What follows belongs to an exercise in optimizing a design on an open flow for small area, a short achievable clock period and few clock cycles per item; a production flow would make more cautious choices.
At most, simulation tests tie the RTL to the original design; equivalence was not proved.

== oak ==
Design loop_pv, start of the top module:
module loop_pv (
    input  wire         clk,
    input  wire         rst,
    input  wire [511:0] coef_c,
    input  wire [79:0]  coef_s,
    input  wire [1:0]   bq_en,
    input  wire [30:0]  ilim,
    input  wire [31:0]  fe_max,
    input  wire         start,
    input  wire         pos_en,
    input  wire [63:0]  p_set,      
    input  wire [63:0]  pos_fb,     
    input  wire [63:0]  v_set,      
    input  wire [63:0]  a_set,      
    input  wire [31:0]  v_fb,       
    output reg          ready,
    output reg          done,
    output reg  [31:0]  ep,
    output reg  [31:0]  vref,
    output reg  [31:0]  iqref,
    output reg          sat,
    output reg          sat_evt,
    output reg          fe
);
Settings: LEC_CHECK=0, ABC_AREA=1, CAP_MARGIN=20, CORE_MARGIN=2, CORE_UTILIZATION=40, SLEW_MARGIN=20; clock period 50.0 ns.
standard.sh (not shown) runs the stock make flow with config.mk's settings and CLKGATE_MAP_FILE= SYNTH_SCRIPT=/design/flow/synth_recipe.tcl, a recipe that flattens the netlist after the stock synthesis.
==> flow/flow/run.sh <==
#!/bin/bash
# The standard layout (the standard.sh: standard synthesis, then ORFS to
# the final layout), with one change: the port buffers that global placement
# inserts on every input and output are sky130_fd_sc_hd__buf_1 instead of the
# default choice. The make output goes to standard.log; ORFS writes each
# step's log under orfs/logs/.
set -euo pipefail
bash standard.sh "BUFFER_PORTS_ARGS=-buffer_cell sky130_fd_sc_hd__buf_1" finish > standard.log 2>&1
[inputs] pine vs oak
--- a/flow/design.v
+++ b/flow/design.v
@@ -83,30 +83,28 @@
                           .s(ep_abs), .co());
     wire [32:0] fe_d;
     bk_add #(33) a_fe (.a({1'b0, fe_max}), .b(~ep_abs), .ci(1'b1), .s(fe_d), .co());
     wire fe_n = (fe_max != 32'd0) && fe_d[32];       
     wire [28:0] vs_w;
     bk_add #(29) a_vs (.a({vsv[28], vsv[28:1]}), .b(29'd0), .ci(vsv[0]), .s(vs_w), .co());
     wire [31:0] vs_cv = {{3{vs_w[28]}}, vs_w};
     wire [32:0] acs_w;
     bk_add #(33) a_acs (.a({acv[32], acv[32:1]}), .b(33'd0), .ci(acv[0]), .s(acs_w), .co());
     wire [31:0] acs_cv = (acs_w[32] == acs_w[31]) ? acs_w[31:0] :
                          (acs_w[32] ? MIN32 : MAX32);
-    wire [32:0] ev_w;
-    bk_add #(33) a_ev (.a({vr[31], vr}), .b(~{vfb[31], vfb}), .ci(1'b1), .s(ev_w), .co());
+    wire [32:0] ev_w = {vr[31], vr} - {vfb[31], vfb};
     wire [31:0] nilim_n;
     bk_add #(32) a_nil (.a(~{1'b0, ilim_r}), .b(32'd0), .ci(1'b1), .s(nilim_n), .co());
-    wire [32:0] d_hi, d_lo, e_lo;
-    bk_add #(33) a_dhi (.a({2'b00, ilim_r}), .b(~{u[31], u}), .ci(1'b1), .s(d_hi), .co());    
-    bk_add #(33) a_dlo (.a({nilim[31], nilim}), .b(~{u[31], u}), .ci(1'b1), .s(d_lo), .co());  
-    bk_add #(33) a_elo (.a({u[31], u}), .b({2'b00, ilim_r}), .ci(1'b0), .s(e_lo), .co());      
+    wire [32:0] d_hi = {2'b00, ilim_r} - {u[31], u};      
+    wire [32:0] d_lo = {nilim[31], nilim} - {u[31], u};   
+    wire [32:0] e_lo = {u[31], u} + {2'b00, ilim_r};      
     wire        c_hi = d_hi[32];                          
     wire        c_lo = e_lo[32];                          
     wire [31:0] iq   = c_hi ? {1'b0, ilim_r} : c_lo ? nilim : u;
     wire signed [31:0] x1_0r = q0_ok ? x1_0 : 32'sd0;
     wire signed [31:0] x2_0r = q0_ok ? x2_0 : 32'sd0;
     wire signed [31:0] y1_0r = q0_ok ? y1_0 : 32'sd0;
     wire signed [31:0] y2_0r = q0_ok ? y2_0 : 32'sd0;
     wire signed [31:0] x1_1r = q1_ok ? x1_1 : 32'sd0;
     wire signed [31:0] x2_1r = q1_ok ? x2_1 : 32'sd0;
     wire signed [31:0] y1_1r = q1_ok ? y1_1 : 32'sd0;
     wire signed [31:0] y2_1r = q1_ok ? y2_1 : 32'sd0;
Results
pine has share of the cycle needed by the critical path after routing below what oak had.
Cell with the biggest individual delay on the critical path = sky130_fd_sc_hd__a2111oi_0: oak; cell with the biggest individual delay on the critical path = sky130_fd_sc_hd__buf_1: pine
When pine is set beside oak, its count of clock-net buffers in the final layout turns out to be 13% larger.
Summary of pine over oak: final non-filler cell total higher, cell area higher, worst setup slack higher, synthesized area higher.
Between pine and oak, it is pine whose fmax is higher, by about 20%.
On sequential share of layout area, pine and oak are neck and neck.
Testbench counts of pine, summed over its fixed seeds: cycles 84,798, items 8,000.
The RTL of oak was laid out without a check of its function.

what the ideal ports hide:
The flow's constraints put no driver on any port. The routed layouts listed below were extracted and timed again, unchanged, in two steps.
Step 1: set_driving_cell puts a clkbuf_16 on clk and a buf_2 on each other input, an assumption about the parent block.
Step 2 moves the port delays by t, midway between the first and last clock arrival at a register: inputs arrive t later, outputs are due t later. That takes back most of the time a late clock gives input paths.
Three values: ideal, step 1, step 2; two values: the first two.
| run | shift t [ns] | setup WS [ns] | worst setup path at the end | cell pins on the clock port's net |
|---|---|---|---|---|
| oak | 0.913 | 35.982 / 35.982 / 35.982 | register to register | 1 |
| pine | 0.879 | 38.280 / 38.185 / 37.909 | input to register | 1 |
After both steps setup and hold are still met in every run listed. For pine, which loses most, drivers alone change the setup slack by -0.095 ns; drivers and shift together by -0.371 ns.
